What follows belongs to an exercise in optimizing a design on an open flow for small area, a short achievable clock period and few clock cycles; a production flow would make more cautious choices. Function was checked by simulation only, so behaviour that the tests miss may differ from the original.

==> run G <==
Design xq_pathvel, start of the top module:
module xq_pathvel (
    input  wire        clk,
    input  wire        rst,
    input  wire        in_valid,
    output wire        in_ready,
    input  wire [31:0] in_tau_up,
    input  wire [31:0] in_tau_down,
    input  wire [31:0] in_zero_off,
    input  wire [31:0] in_k,
    input  wire [31:0] in_len,
    output reg         out_valid,
    output reg         out_ok,
    output reg  [31:0] out_vel,
    output reg  [31:0] out_sos
);
clock: 20.0 ns
lec_check: 0
cap_margin: 20
core_margin: 2
core_utilization: 55
cts_cluster_size: 30
place_density: 0.65
slew_margin: 20
standard.sh (not shown) runs the stock make flow with config.mk's settings and CLKGATE_MAP_FILE= SYNTH_SCRIPT=/design/flow/synth_recipe.tcl, a recipe that flattens the netlist after the stock synthesis.
==> flow/flow/run.sh <==
#!/bin/bash
# The standard layout (the standard.sh: ORFS on the design's clock period and
# constraints), with the timing repair asked to leave more setup slack than the default, so
# that the resizer also works on paths well inside the 20 ns period.
set -euo pipefail
bash standard.sh SETUP_SLACK_MARGIN=14.5 finish > flow_make.log 2>&1
==> run X (differences from run G) <==
--- a/flow/design.v
+++ b/flow/design.v
@@ -5680,57 +5680,48 @@
     wire [64:0] f_t1s = s15_vrs ^ s15_vrc ^ s15_vdd;
     wire [64:0] f_t1c = {((s15_vrs[63:0] & s15_vrc[63:0]) | (s15_vdd[63:0] & (s15_vrs[63:0] ^ s15_vrc[63:0]))), 1'b0};
     wire        f_vz1 = (f_t1s ^ f_t1c) == {f_t1s[63:0] | f_t1c[63:0], 1'b0};
     wire [35:0] f_vqp = {s15_vqd[52] & ~s15_vqd[53], s15_vqd[51] & ~s15_vqd[53], s15_vqd[49] & ~s15_vqd[50], s15_vqd[48] & ~s15_vqd[50], s15_vqd[46] & ~s15_vqd[47], s15_vqd[45] & ~s15_vqd[47], s15_vqd[43] & ~s15_vqd[44], s15_vqd[42] & ~s15_vqd[44], s15_vqd[40] & ~s15_vqd[41], s15_vqd[39] & ~s15_vqd[41], s15_vqd[37] & ~s15_vqd[38], s15_vqd[36] & ~s15_vqd[38], s15_vqd[34] & ~s15_vqd[35], s15_vqd[33] & ~s15_vqd[35], s15_vqd[31] & ~s15_vqd[32], s15_vqd[30] & ~s15_vqd[32], s15_vqd[28] & ~s15_vqd[29], s15_vqd[27] & ~s15_vqd[29], s15_vqd[25] & ~s15_vqd[26], s15_vqd[24] & ~s15_vqd[26], s15_vqd[22] & ~s15_vqd[23], s15_vqd[21] & ~s15_vqd[23], s15_vqd[19] & ~s15_vqd[20], s15_vqd[18] & ~s15_vqd[20], s15_vqd[16] & ~s15_vqd[17], s15_vqd[15] & ~s15_vqd[17], s15_vqd[13] & ~s15_vqd[14], s15_vqd[12] & ~s15_vqd[14], s15_vqd[10] & ~s15_vqd[11], s15_vqd[9] & ~s15_vqd[11], s15_vqd[7] & ~s15_vqd[8], s15_vqd[6] & ~s15_vqd[8], s15_vqd[4] & ~s15_vqd[5], s15_vqd[3] & ~s15_vqd[5], s15_vqd[1] & ~s15_vqd[2], s15_vqd[0] & ~s15_vqd[2]};
     wire [35:0] f_vqn = {s15_vqd[52] & s15_vqd[53], s15_vqd[51] & s15_vqd[53], s15_vqd[49] & s15_vqd[50], s15_vqd[48] & s15_vqd[50], s15_vqd[46] & s15_vqd[47], s15_vqd[45] & s15_vqd[47], s15_vqd[43] & s15_vqd[44], s15_vqd[42] & s15_vqd[44], s15_vqd[40] & s15_vqd[41], s15_vqd[39] & s15_vqd[41], s15_vqd[37] & s15_vqd[38], s15_vqd[36] & s15_vqd[38], s15_vqd[34] & s15_vqd[35], s15_vqd[33] & s15_vqd[35], s15_vqd[31] & s15_vqd[32], s15_vqd[30] & s15_vqd[32], s15_vqd[28] & s15_vqd[29], s15_vqd[27] & s15_vqd[29], s15_vqd[25] & s15_vqd[26], s15_vqd[24] & s15_vqd[26], s15_vqd[22] & s15_vqd[23], s15_vqd[21] & s15_vqd[23], s15_vqd[19] & s15_vqd[20], s15_vqd[18] & s15_vqd[20], s15_vqd[16] & s15_vqd[17], s15_vqd[15] & s15_vqd[17], s15_vqd[13] & s15_vqd[14], s15_vqd[12] & s15_vqd[14], s15_vqd[10] & s15_vqd[11], s15_vqd[9] & s15_vqd[11], s15_vqd[7] & s15_vqd[8], s15_vqd[6] & s15_vqd[8], s15_vqd[4] & s15_vqd[5], s15_vqd[3] & s15_vqd[5], s15_vqd[1] & s15_vqd[2], s15_vqd[0] & s15_vqd[2]};
     wire [35:0] f_cqp = {s15_cqd[52] & ~s15_cqd[53], s15_cqd[51] & ~s15_cqd[53], s15_cqd[49] & ~s15_cqd[50], s15_cqd[48] & ~s15_cqd[50], s15_cqd[46] & ~s15_cqd[47], s15_cqd[45] & ~s15_cqd[47], s15_cqd[43] & ~s15_cqd[44], s15_cqd[42] & ~s15_cqd[44], s15_cqd[40] & ~s15_cqd[41], s15_cqd[39] & ~s15_cqd[41], s15_cqd[37] & ~s15_cqd[38], s15_cqd[36] & ~s15_cqd[38], s15_cqd[34] & ~s15_cqd[35], s15_cqd[33] & ~s15_cqd[35], s15_cqd[31] & ~s15_cqd[32], s15_cqd[30] & ~s15_cqd[32], s15_cqd[28] & ~s15_cqd[29], s15_cqd[27] & ~s15_cqd[29], s15_cqd[25] & ~s15_cqd[26], s15_cqd[24] & ~s15_cqd[26], s15_cqd[22] & ~s15_cqd[23], s15_cqd[21] & ~s15_cqd[23], s15_cqd[19] & ~s15_cqd[20], s15_cqd[18] & ~s15_cqd[20], s15_cqd[16] & ~s15_cqd[17], s15_cqd[15] & ~s15_cqd[17], s15_cqd[13] & ~s15_cqd[14], s15_cqd[12] & ~s15_cqd[14], s15_cqd[10] & ~s15_cqd[11], s15_cqd[9] & ~s15_cqd[11], s15_cqd[7] & ~s15_cqd[8], s15_cqd[6] & ~s15_cqd[8], s15_cqd[4] & ~s15_cqd[5], s15_cqd[3] & ~s15_cqd[5], s15_cqd[1] & ~s15_cqd[2], s15_cqd[0] & ~s15_cqd[2]};
     wire [35:0] f_cqn = {s15_cqd[52] & s15_cqd[53], s15_cqd[51] & s15_cqd[53], s15_cqd[49] & s15_cqd[50], s15_cqd[48] & s15_cqd[50], s15_cqd[46] & s15_cqd[47], s15_cqd[45] & s15_cqd[47], s15_cqd[43] & s15_cqd[44], s15_cqd[42] & s15_cqd[44], s15_cqd[40] & s15_cqd[41], s15_cqd[39] & s15_cqd[41], s15_cqd[37] & s15_cqd[38], s15_cqd[36] & s15_cqd[38], s15_cqd[34] & s15_cqd[35], s15_cqd[33] & s15_cqd[35], s15_cqd[31] & s15_cqd[32], s15_cqd[30] & s15_cqd[32], s15_cqd[28] & s15_cqd[29], s15_cqd[27] & s15_cqd[29], s15_cqd[25] & s15_cqd[26], s15_cqd[24] & s15_cqd[26], s15_cqd[22] & s15_cqd[23], s15_cqd[21] & s15_cqd[23], s15_cqd[19] & s15_cqd[20], s15_cqd[18] & s15_cqd[20], s15_cqd[16] & s15_cqd[17], s15_cqd[15] & s15_cqd[17], s15_cqd[13] & s15_cqd[14], s15_cqd[12] & s15_cqd[14], s15_cqd[10] & s15_cqd[11], s15_cqd[9] & s15_cqd[11], s15_cqd[7] & s15_cqd[8], s15_cqd[6] & s15_cqd[8], s15_cqd[4] & s15_cqd[5], s15_cqd[3] & s15_cqd[5], s15_cqd[1] & s15_cqd[2], s15_cqd[0] & s15_cqd[2]};
-    wire [35:0] f_vq = f_vqp - f_vqn;
-    wire [35:0] f_cq = f_cqp - f_cqn;
+    wire [37:0] f_vb = {2'b00, f_vqp} - {2'b00, f_vqn} - {36'd0, s15_neg, 1'b0};
+    wire [36:0] f_cb = {1'b0, f_cqp} - {1'b0, f_cqn} + 37'd1;
     reg        s16_ok, s16_neg, s16_spv, s16_spc, s16_vn, s16_cn, s16_vz;
-    reg [35:0] s16_vq, s16_cq;
+    reg [37:0] s16_vb;
+    reg [36:0] s16_cb;
     always @(posedge clk) begin
         s16_ok  <= s15_ok;
         s16_neg <= s15_neg;
         s16_spv <= s15_spv;
         s16_spc <= s15_spc;
         s16_vn  <= f_vr[64];
         s16_cn  <= f_cr[64];
         s16_vz  <= f_vz0 | f_vz1;
-        s16_vq  <= f_vq;
-        s16_cq  <= f_cq;
+        s16_vb  <= f_vb;
+        s16_cb  <= f_cb;
     end
-    wire [1:0]  g_inc = s16_neg ? {1'b0, ~s16_vz} : 2'd1;
-    wire signed [37:0] g_adj = $signed({36'd0, g_inc}) - $signed({37'd0, s16_vn}) - $signed({35'd0, s16_neg, 1'b0});
-    wire signed [37:0] g_t = $signed({2'b00, s16_vq}) + g_adj;
+    wire        g_inc = s16_neg ? ~s16_vz : 1'b1;
+    wire [1:0]  g_d = {~g_inc & s16_vn, g_inc ^ s16_vn};    
+    wire [37:0] g_t = s16_vb + {{36{g_d[1]}}, g_d};
     wire [36:0] g_u = g_t[37:1];
-    wire [36:0] g_ct = {1'b0, s16_cq} + 37'd1 - {36'd0, s16_cn};
-    reg        s17_ok, s17_neg, s17_spv, s17_spc;
-    reg [36:0] s17_u, s17_ct;
+    wire [36:0] g_ct = s16_cb - {36'd0, s16_cn};
+    wire        h_big = ~g_u[36] & (|g_u[35:31]);
+    wire [31:0] h_vel = s16_neg ? ((s16_spv | h_big) ? 32'h80000000 : ~g_u[31:0])
+                                : ((s16_spv | h_big) ? 32'h7FFFFFFF : g_u[31:0]);
+    wire [31:0] h_sos = (s16_spc | (|g_ct[36:33])) ? 32'hFFFFFFFF : g_ct[32:1];
     always @(posedge clk) begin
-        s17_ok  <= s16_ok;
-        s17_neg <= s16_neg;
-        s17_spv <= s16_spv;
-        s17_spc <= s16_spc;
-        s17_u   <= g_u;
-        s17_ct  <= g_ct;
-    end
-    wire        h_big = ~s17_u[36] & (|s17_u[35:31]);
-    wire [31:0] h_vel = s17_neg ? ((s17_spv | h_big) ? 32'h80000000 : ~s17_u[31:0])
-                                : ((s17_spv | h_big) ? 32'h7FFFFFFF : s17_u[31:0]);
-    wire [31:0] h_sos = (s17_spc | (|s17_ct[36:33])) ? 32'hFFFFFFFF : s17_ct[32:1];
-    always @(posedge clk) begin
-        out_ok  <= s17_ok;
+        out_ok  <= s16_ok;
         out_vel <= h_vel;
         out_sos <= h_sos;
     end
-    reg [17:0] vld;
+    reg [16:0] vld;
     always @(posedge clk) begin
         if (rst) begin
-            vld       <= 18'd0;
+            vld       <= 17'd0;
             out_valid <= 1'b0;
         end else begin
-            vld       <= {vld[16:0], in_valid & rdy_r};
-            out_valid <= vld[17];
+            vld       <= {vld[15:0], in_valid & rdy_r};
+            out_valid <= vld[16];
         end
     end
 endmodule
==> run Z (differences from run G) <==
--- a/flow/design.v
+++ b/flow/design.v
@@ -5680,57 +5680,48 @@
     wire [64:0] f_t1s = s15_vrs ^ s15_vrc ^ s15_vdd;
     wire [64:0] f_t1c = {((s15_vrs[63:0] & s15_vrc[63:0]) | (s15_vdd[63:0] & (s15_vrs[63:0] ^ s15_vrc[63:0]))), 1'b0};
     wire        f_vz1 = (f_t1s ^ f_t1c) == {f_t1s[63:0] | f_t1c[63:0], 1'b0};
     wire [35:0] f_vqp = {s15_vqd[52] & ~s15_vqd[53], s15_vqd[51] & ~s15_vqd[53], s15_vqd[49] & ~s15_vqd[50], s15_vqd[48] & ~s15_vqd[50], s15_vqd[46] & ~s15_vqd[47], s15_vqd[45] & ~s15_vqd[47], s15_vqd[43] & ~s15_vqd[44], s15_vqd[42] & ~s15_vqd[44], s15_vqd[40] & ~s15_vqd[41], s15_vqd[39] & ~s15_vqd[41], s15_vqd[37] & ~s15_vqd[38], s15_vqd[36] & ~s15_vqd[38], s15_vqd[34] & ~s15_vqd[35], s15_vqd[33] & ~s15_vqd[35], s15_vqd[31] & ~s15_vqd[32], s15_vqd[30] & ~s15_vqd[32], s15_vqd[28] & ~s15_vqd[29], s15_vqd[27] & ~s15_vqd[29], s15_vqd[25] & ~s15_vqd[26], s15_vqd[24] & ~s15_vqd[26], s15_vqd[22] & ~s15_vqd[23], s15_vqd[21] & ~s15_vqd[23], s15_vqd[19] & ~s15_vqd[20], s15_vqd[18] & ~s15_vqd[20], s15_vqd[16] & ~s15_vqd[17], s15_vqd[15] & ~s15_vqd[17], s15_vqd[13] & ~s15_vqd[14], s15_vqd[12] & ~s15_vqd[14], s15_vqd[10] & ~s15_vqd[11], s15_vqd[9] & ~s15_vqd[11], s15_vqd[7] & ~s15_vqd[8], s15_vqd[6] & ~s15_vqd[8], s15_vqd[4] & ~s15_vqd[5], s15_vqd[3] & ~s15_vqd[5], s15_vqd[1] & ~s15_vqd[2], s15_vqd[0] & ~s15_vqd[2]};
     wire [35:0] f_vqn = {s15_vqd[52] & s15_vqd[53], s15_vqd[51] & s15_vqd[53], s15_vqd[49] & s15_vqd[50], s15_vqd[48] & s15_vqd[50], s15_vqd[46] & s15_vqd[47], s15_vqd[45] & s15_vqd[47], s15_vqd[43] & s15_vqd[44], s15_vqd[42] & s15_vqd[44], s15_vqd[40] & s15_vqd[41], s15_vqd[39] & s15_vqd[41], s15_vqd[37] & s15_vqd[38], s15_vqd[36] & s15_vqd[38], s15_vqd[34] & s15_vqd[35], s15_vqd[33] & s15_vqd[35], s15_vqd[31] & s15_vqd[32], s15_vqd[30] & s15_vqd[32], s15_vqd[28] & s15_vqd[29], s15_vqd[27] & s15_vqd[29], s15_vqd[25] & s15_vqd[26], s15_vqd[24] & s15_vqd[26], s15_vqd[22] & s15_vqd[23], s15_vqd[21] & s15_vqd[23], s15_vqd[19] & s15_vqd[20], s15_vqd[18] & s15_vqd[20], s15_vqd[16] & s15_vqd[17], s15_vqd[15] & s15_vqd[17], s15_vqd[13] & s15_vqd[14], s15_vqd[12] & s15_vqd[14], s15_vqd[10] & s15_vqd[11], s15_vqd[9] & s15_vqd[11], s15_vqd[7] & s15_vqd[8], s15_vqd[6] & s15_vqd[8], s15_vqd[4] & s15_vqd[5], s15_vqd[3] & s15_vqd[5], s15_vqd[1] & s15_vqd[2], s15_vqd[0] & s15_vqd[2]};
     wire [35:0] f_cqp = {s15_cqd[52] & ~s15_cqd[53], s15_cqd[51] & ~s15_cqd[53], s15_cqd[49] & ~s15_cqd[50], s15_cqd[48] & ~s15_cqd[50], s15_cqd[46] & ~s15_cqd[47], s15_cqd[45] & ~s15_cqd[47], s15_cqd[43] & ~s15_cqd[44], s15_cqd[42] & ~s15_cqd[44], s15_cqd[40] & ~s15_cqd[41], s15_cqd[39] & ~s15_cqd[41], s15_cqd[37] & ~s15_cqd[38], s15_cqd[36] & ~s15_cqd[38], s15_cqd[34] & ~s15_cqd[35], s15_cqd[33] & ~s15_cqd[35], s15_cqd[31] & ~s15_cqd[32], s15_cqd[30] & ~s15_cqd[32], s15_cqd[28] & ~s15_cqd[29], s15_cqd[27] & ~s15_cqd[29], s15_cqd[25] & ~s15_cqd[26], s15_cqd[24] & ~s15_cqd[26], s15_cqd[22] & ~s15_cqd[23], s15_cqd[21] & ~s15_cqd[23], s15_cqd[19] & ~s15_cqd[20], s15_cqd[18] & ~s15_cqd[20], s15_cqd[16] & ~s15_cqd[17], s15_cqd[15] & ~s15_cqd[17], s15_cqd[13] & ~s15_cqd[14], s15_cqd[12] & ~s15_cqd[14], s15_cqd[10] & ~s15_cqd[11], s15_cqd[9] & ~s15_cqd[11], s15_cqd[7] & ~s15_cqd[8], s15_cqd[6] & ~s15_cqd[8], s15_cqd[4] & ~s15_cqd[5], s15_cqd[3] & ~s15_cqd[5], s15_cqd[1] & ~s15_cqd[2], s15_cqd[0] & ~s15_cqd[2]};
     wire [35:0] f_cqn = {s15_cqd[52] & s15_cqd[53], s15_cqd[51] & s15_cqd[53], s15_cqd[49] & s15_cqd[50], s15_cqd[48] & s15_cqd[50], s15_cqd[46] & s15_cqd[47], s15_cqd[45] & s15_cqd[47], s15_cqd[43] & s15_cqd[44], s15_cqd[42] & s15_cqd[44], s15_cqd[40] & s15_cqd[41], s15_cqd[39] & s15_cqd[41], s15_cqd[37] & s15_cqd[38], s15_cqd[36] & s15_cqd[38], s15_cqd[34] & s15_cqd[35], s15_cqd[33] & s15_cqd[35], s15_cqd[31] & s15_cqd[32], s15_cqd[30] & s15_cqd[32], s15_cqd[28] & s15_cqd[29], s15_cqd[27] & s15_cqd[29], s15_cqd[25] & s15_cqd[26], s15_cqd[24] & s15_cqd[26], s15_cqd[22] & s15_cqd[23], s15_cqd[21] & s15_cqd[23], s15_cqd[19] & s15_cqd[20], s15_cqd[18] & s15_cqd[20], s15_cqd[16] & s15_cqd[17], s15_cqd[15] & s15_cqd[17], s15_cqd[13] & s15_cqd[14], s15_cqd[12] & s15_cqd[14], s15_cqd[10] & s15_cqd[11], s15_cqd[9] & s15_cqd[11], s15_cqd[7] & s15_cqd[8], s15_cqd[6] & s15_cqd[8], s15_cqd[4] & s15_cqd[5], s15_cqd[3] & s15_cqd[5], s15_cqd[1] & s15_cqd[2], s15_cqd[0] & s15_cqd[2]};
-    wire [35:0] f_vq = f_vqp - f_vqn;
-    wire [35:0] f_cq = f_cqp - f_cqn;
+    wire [37:0] f_vb = {2'b00, f_vqp} - {2'b00, f_vqn} - {36'd0, s15_neg, 1'b0};
+    wire [36:0] f_cb = {1'b0, f_cqp} - {1'b0, f_cqn} + 37'd1;
     reg        s16_ok, s16_neg, s16_spv, s16_spc, s16_vn, s16_cn, s16_vz;
-    reg [35:0] s16_vq, s16_cq;
+    reg [37:0] s16_vb;
+    reg [36:0] s16_cb;
     always @(posedge clk) begin
         s16_ok  <= s15_ok;
         s16_neg <= s15_neg;
         s16_spv <= s15_spv;
         s16_spc <= s15_spc;
         s16_vn  <= f_vr[64];
         s16_cn  <= f_cr[64];
         s16_vz  <= f_vz0 | f_vz1;
-        s16_vq  <= f_vq;
-        s16_cq  <= f_cq;
+        s16_vb  <= f_vb;
+        s16_cb  <= f_cb;
     end
-    wire [1:0]  g_inc = s16_neg ? {1'b0, ~s16_vz} : 2'd1;
-    wire signed [37:0] g_adj = $signed({36'd0, g_inc}) - $signed({37'd0, s16_vn}) - $signed({35'd0, s16_neg, 1'b0});
-    wire signed [37:0] g_t = $signed({2'b00, s16_vq}) + g_adj;
+    wire        g_inc = s16_neg ? ~s16_vz : 1'b1;
+    wire [1:0]  g_d = {~g_inc & s16_vn, g_inc ^ s16_vn};    
+    wire [37:0] g_t = s16_vb + {{36{g_d[1]}}, g_d};
     wire [36:0] g_u = g_t[37:1];
-    wire [36:0] g_ct = {1'b0, s16_cq} + 37'd1 - {36'd0, s16_cn};
-    reg        s17_ok, s17_neg, s17_spv, s17_spc;
-    reg [36:0] s17_u, s17_ct;
+    wire [36:0] g_ct = s16_cb - {36'd0, s16_cn};
+    wire        h_big = ~g_u[36] & (|g_u[35:31]);
+    wire [31:0] h_vel = s16_neg ? ((s16_spv | h_big) ? 32'h80000000 : ~g_u[31:0])
+                                : ((s16_spv | h_big) ? 32'h7FFFFFFF : g_u[31:0]);
+    wire [31:0] h_sos = (s16_spc | (|g_ct[36:33])) ? 32'hFFFFFFFF : g_ct[32:1];
     always @(posedge clk) begin
-        s17_ok  <= s16_ok;
-        s17_neg <= s16_neg;
-        s17_spv <= s16_spv;
-        s17_spc <= s16_spc;
-        s17_u   <= g_u;
-        s17_ct  <= g_ct;
-    end
-    wire        h_big = ~s17_u[36] & (|s17_u[35:31]);
-    wire [31:0] h_vel = s17_neg ? ((s17_spv | h_big) ? 32'h80000000 : ~s17_u[31:0])
-                                : ((s17_spv | h_big) ? 32'h7FFFFFFF : s17_u[31:0]);
-    wire [31:0] h_sos = (s17_spc | (|s17_ct[36:33])) ? 32'hFFFFFFFF : s17_ct[32:1];
-    always @(posedge clk) begin
-        out_ok  <= s17_ok;
+        out_ok  <= s16_ok;
         out_vel <= h_vel;
         out_sos <= h_sos;
     end
-    reg [17:0] vld;
+    reg [16:0] vld;
     always @(posedge clk) begin
         if (rst) begin
-            vld       <= 18'd0;
+            vld       <= 17'd0;
             out_valid <= 1'b0;
         end else begin
-            vld       <= {vld[16:0], in_valid & rdy_r};
-            out_valid <= vld[17];
+            vld       <= {vld[15:0], in_valid & rdy_r};
+            out_valid <= vld[16];
         end
     end
 endmodule
- CORE_UTILIZATION: 55 -> 65
- PLACE_DENSITY: 0.65 -> 0.72
==> summary.txt <==
In run Z the cell count is lower than in run G, by about 2.3%. First-iteration DRC count: run X is lower than run Z (about 15%). In critical path depth, run G and run X do not differ. Wire length: run X > run Z > run G. Sequential share of layout area: run X < run Z < run G. The highest worst hold slack belongs to run G, the lowest to run Z.
Testbench counts of run G, summed over its fixed seeds: cycles 1,744.
Testbench counts of run X, summed over its fixed seeds: cycles 1,736.
Testbench counts of run Z, summed over its fixed seeds: cycles 1,736.

-- static timing again, ports no longer ideal --
In the flow no input, the clock included, has a driving cell. The finished layouts below were timed again as built, in two steps.
Step 1, drivers: a clkbuf_16 drives clk and a buf_2 each remaining input, both assumed.
Step 2 times the ports against the registers' clock, not the clock port: input delays grow and output delays shrink by t, the midpoint of the rising clock arrivals with the driver on.
a / b / c = no drivers / after step 1 / after step 2; a / b = the first two.
run	t, ns	slack for setup (ns)	slew at the worst register clock pin (ns)	worst slew at a driven data input, ns
run G	1.282	14.404 / 14.255 / 14.461	0.07 / 0.07	0.07
run X	1.278	14.384 / 14.235 / 14.549	0.08 / 0.08	0.11
run Z	1.268	14.296 / 14.248 / 14.296	0.08 / 0.08	0.07
After both steps setup and hold are still met in every run listed.
